This design comes from an exercise in tuning for small area and a short achievable clock period on the open sky130 flow, not from production work. Power figures rest on the tool's default switching activity, not on a simulated workload.

==> flow/design.v (excerpt) <==
module pod_cvt (
    input  wire        clk,
    input  wire        rst,
    input  wire        in_valid,
    input  wire [31:0] in_x,        
    input  wire [3:0]  in_dtype,    
    input  wire        in_sr,       
    input  wire [31:0] in_w,        
    output reg         out_valid,
    output reg  [31:0] out_y,       
    output reg         out_nan      
);
Size: about 1200 cells after synthesis, about 110 flip-flops, roughly 0.0077 sq mm of cells after synthesis.
==> flow/config.mk <==
export PLATFORM = sky130hd
export DESIGN_NAME = pod_cvt
export DESIGN_NICKNAME = pod_cvt
export VERILOG_FILES = /design/flow/design.v
export SDC_FILE = /design/flow/constraint.sdc
export NUM_CORES = 4
export LEC_CHECK = 0
export ABC_AREA = 1
export CAP_MARGIN = 20
export CORE_MARGIN = 2
export CORE_UTILIZATION = 40
export CTS_BUF_LIST = sky130_fd_sc_hd__clkbuf_8
export SLEW_MARGIN = 20
==> flow/constraint.sdc <==
create_clock -name core_clock -period 18.0 [get_ports {clk}]
set_input_delay 3.6000 -clock core_clock [delete_from_list [all_inputs] [get_ports {clk}]]
set_output_delay 3.6000 -clock core_clock [all_outputs]
set_load 0.01 [all_outputs]
standard.sh (not shown) runs the stock make flow with config.mk's settings and CLKGATE_MAP_FILE= SYNTH_SCRIPT=/design/flow/synth_recipe.tcl, a recipe that flattens the netlist after the stock synthesis.
==> flow/flow/run.sh <==
#!/bin/bash
# Own layout flow: ORFS, as standard.sh runs it, with these changes:
#  - synthesis (the same Yosys steps as synth_recipe.tcl, so the registers keep
#    their names and cells) maps the logic with ABC scripts of its own
#    (flow/abc_proc.tcl): the logic feeding the input registers with
#    flow/abc1.script at delay target flow/abc1_delay, the rest with
#    flow/abc.script at flow/abc_delay; Yosys's full-adder extraction is off
#    (ADDER_MAP_FILE empty) so that ABC sees all of the logic;
#  - ports are buffered (the same buffer_ports step) with the cell named in
#    flow/port_buffer;
#  - the layout steps get the make variables in flow/make_vars, if any
#    (optimisation settings such as repair_timing's setup margin).
# Each tool's output goes to a log of its own in this folder.
set -euo pipefail
W=$(pwd)
F=$W/flow
export OWN_ABC_D=$(cat $F/abc_delay)
export OWN_ABC_SCRIPT=$W/own_abc.script
sed "s/{D}/-D $OWN_ABC_D/g" $F/abc.script > $OWN_ABC_SCRIPT
if [[ -f $F/abc1.script ]]; then
  export OWN_ABC1_D=$(cat $F/abc1_delay)
  export OWN_ABC1_SCRIPT=$W/own_abc1.script
  sed "s/{D}/-D $OWN_ABC1_D/g" $F/abc1.script > $OWN_ABC1_SCRIPT
fi
{ head -n 1 $W/synth_recipe.tcl; cat $F/abc_proc.tcl; tail -n +2 $W/synth_recipe.tcl; } > $W/own_synth.tcl
SYN=SYNTH_SCRIPT=$W/own_synth.tcl
# the knobs standard.sh passes on make's command line
KNOBS=$(sed -n 's/^make .*CLKGATE_MAP_FILE= [^ ]* \(.*\) "\${@:-finish}"$/\1/p' $W/standard.sh)
BUF=$(cat $F/port_buffer 2>/dev/null || echo sky130_fd_sc_hd__buf_1)
# extra make variables for the layout steps (optimisation effort only)
EXTRA=$(cat $F/make_vars 2>/dev/null | tr '\n' ' ' || true)
MK="make -C $FLOW_HOME DESIGN_CONFIG=$W/config.mk WORK_HOME=$W/orfs CLKGATE_MAP_FILE="
eval "$MK $SYN $KNOBS ADDER_MAP_FILE= synth" > $W/log_synth.txt 2>&1
eval "$MK $SYN $KNOBS $EXTRA BUFFER_PORTS_ARGS=\"-buffer_cell $BUF\" finish" > $W/log_layout.txt 2>&1
R=$W/orfs/results/$FLOW_PLATFORM/pod_cvt/base
: # left out here: write the final layout as DEF
Other scripts of this flow, unchanged in this note and not shown: flow/flow/abc.script, flow/flow/abc1.script, flow/flow/abc1_delay, flow/flow/abc_delay, flow/flow/abc_proc.tcl, flow/flow/make_vars, flow/flow/port_buffer
Rerun with:
--- a/flow/design.v
+++ b/flow/design.v
@@ -168,18 +168,18 @@
     wire a16 = &n[15:0];
     wire sat_i = isint & (r_huge | (~r_zero & ((t_i4  & (o3  | (up & a3)))  |
                                                (t_i8  & (o7  | (up & a7)))  |
                                                (t_u8  & (o8  | (up & a8)))  |
                                                (t_u16 & (o16 | (up & a16))) |
                                                (t_i32 & o31))));
-    wire of_a = (t_e4 & (&t[6:0]));
-    wire of_c = (t_f4 & (&t[2:0])) |
-                (t_e4 & (&t[6:1])) |
-                (t_e5 & (t[6:2] == 5'b11110) & (&t[1:0])) |
-                (t_h  & (t[14:10] == 5'b11110) & (&t[9:0])) |
-                (t_bf & (t[14:7] == 8'hFE) & (&t[6:0]));
+    wire of_a = t_e4 & (r_ex == 8'd135) & (&n[2:0]);
+    wire of_c = (t_f4 & (r_ex == 8'd129) & n[0]) |
+                (t_e4 & (r_ex == 8'd135) & (&n[2:1])) |
+                (t_e5 & (r_ex == 8'd142) & (&n[1:0])) |
+                (t_h  & (r_ex == 8'd142) & (&n[9:0])) |
+                (t_bf & (r_ex == 8'd254) & (&n[6:0]));
     wire ovf_f = isflt & (r_huge | (~r_zero & (of_a | (cin & of_c))));
     wire uneg  = (t_u8 | t_u16) & sgn;
     wire f7  = t_i4 | t_f4 | t_i8 | t_u8 | t_e4 | t_e5;
     wire w15 = t_u16 | t_h | t_bf | t_i32;
     wire keep_any = ~r_nan & ~r_zero & ((isint & ~sat_i & ~uneg) | (isflt & ~ovf_f));
     wire k_2_0   = keep_any & (f7 | w15);
Result: Power goes up by a few percent; non-clock buffer count goes up by 11; via count goes up by a few percent; register-to-register slack loses 360 ps; die area goes up slightly; final cell count goes up slightly; final area goes up by a few percent; setup slack loses 300 ps; global-route usage goes up by 1.4 points; synthesized area goes up slightly; routed wire length goes up by a few percent; utilization goes up by 3.1 points; clock skew barely changes.
No functional check of the RTL was part of any run of this note.

port drivers added, routing unchanged:
In the flow no input, the clock included, has a driving cell. The finished layouts below were timed again as built, in two steps.
Step 1 sets driving cells, clkbuf_16 on the clock port and buf_2 on the other inputs (assumed; they add their load-dependent delay and slew).
Step 2 moves the port delays by t, midway between the first and last clock arrival at a register: inputs arrive t later, outputs are due t later. That takes back most of the time a late clock gives input paths.
Slacks: ideal ports / drivers / drivers and shift; pairs: ideal ports / drivers.
run | t, ns | setup WS [ns] | clock arrival spread, ns
the first run | 0.433 | 12.915 / 12.927 / 12.494 | 0.016 / 0.016
the second run | 0.445 | 12.616 / 12.616 / 12.576 | 0.014 / 0.014
After both steps every run listed still meets setup and hold. The setup slack of the first run, which loses most, moves by +0.012 ns with the drivers and by -0.421 ns with both steps.
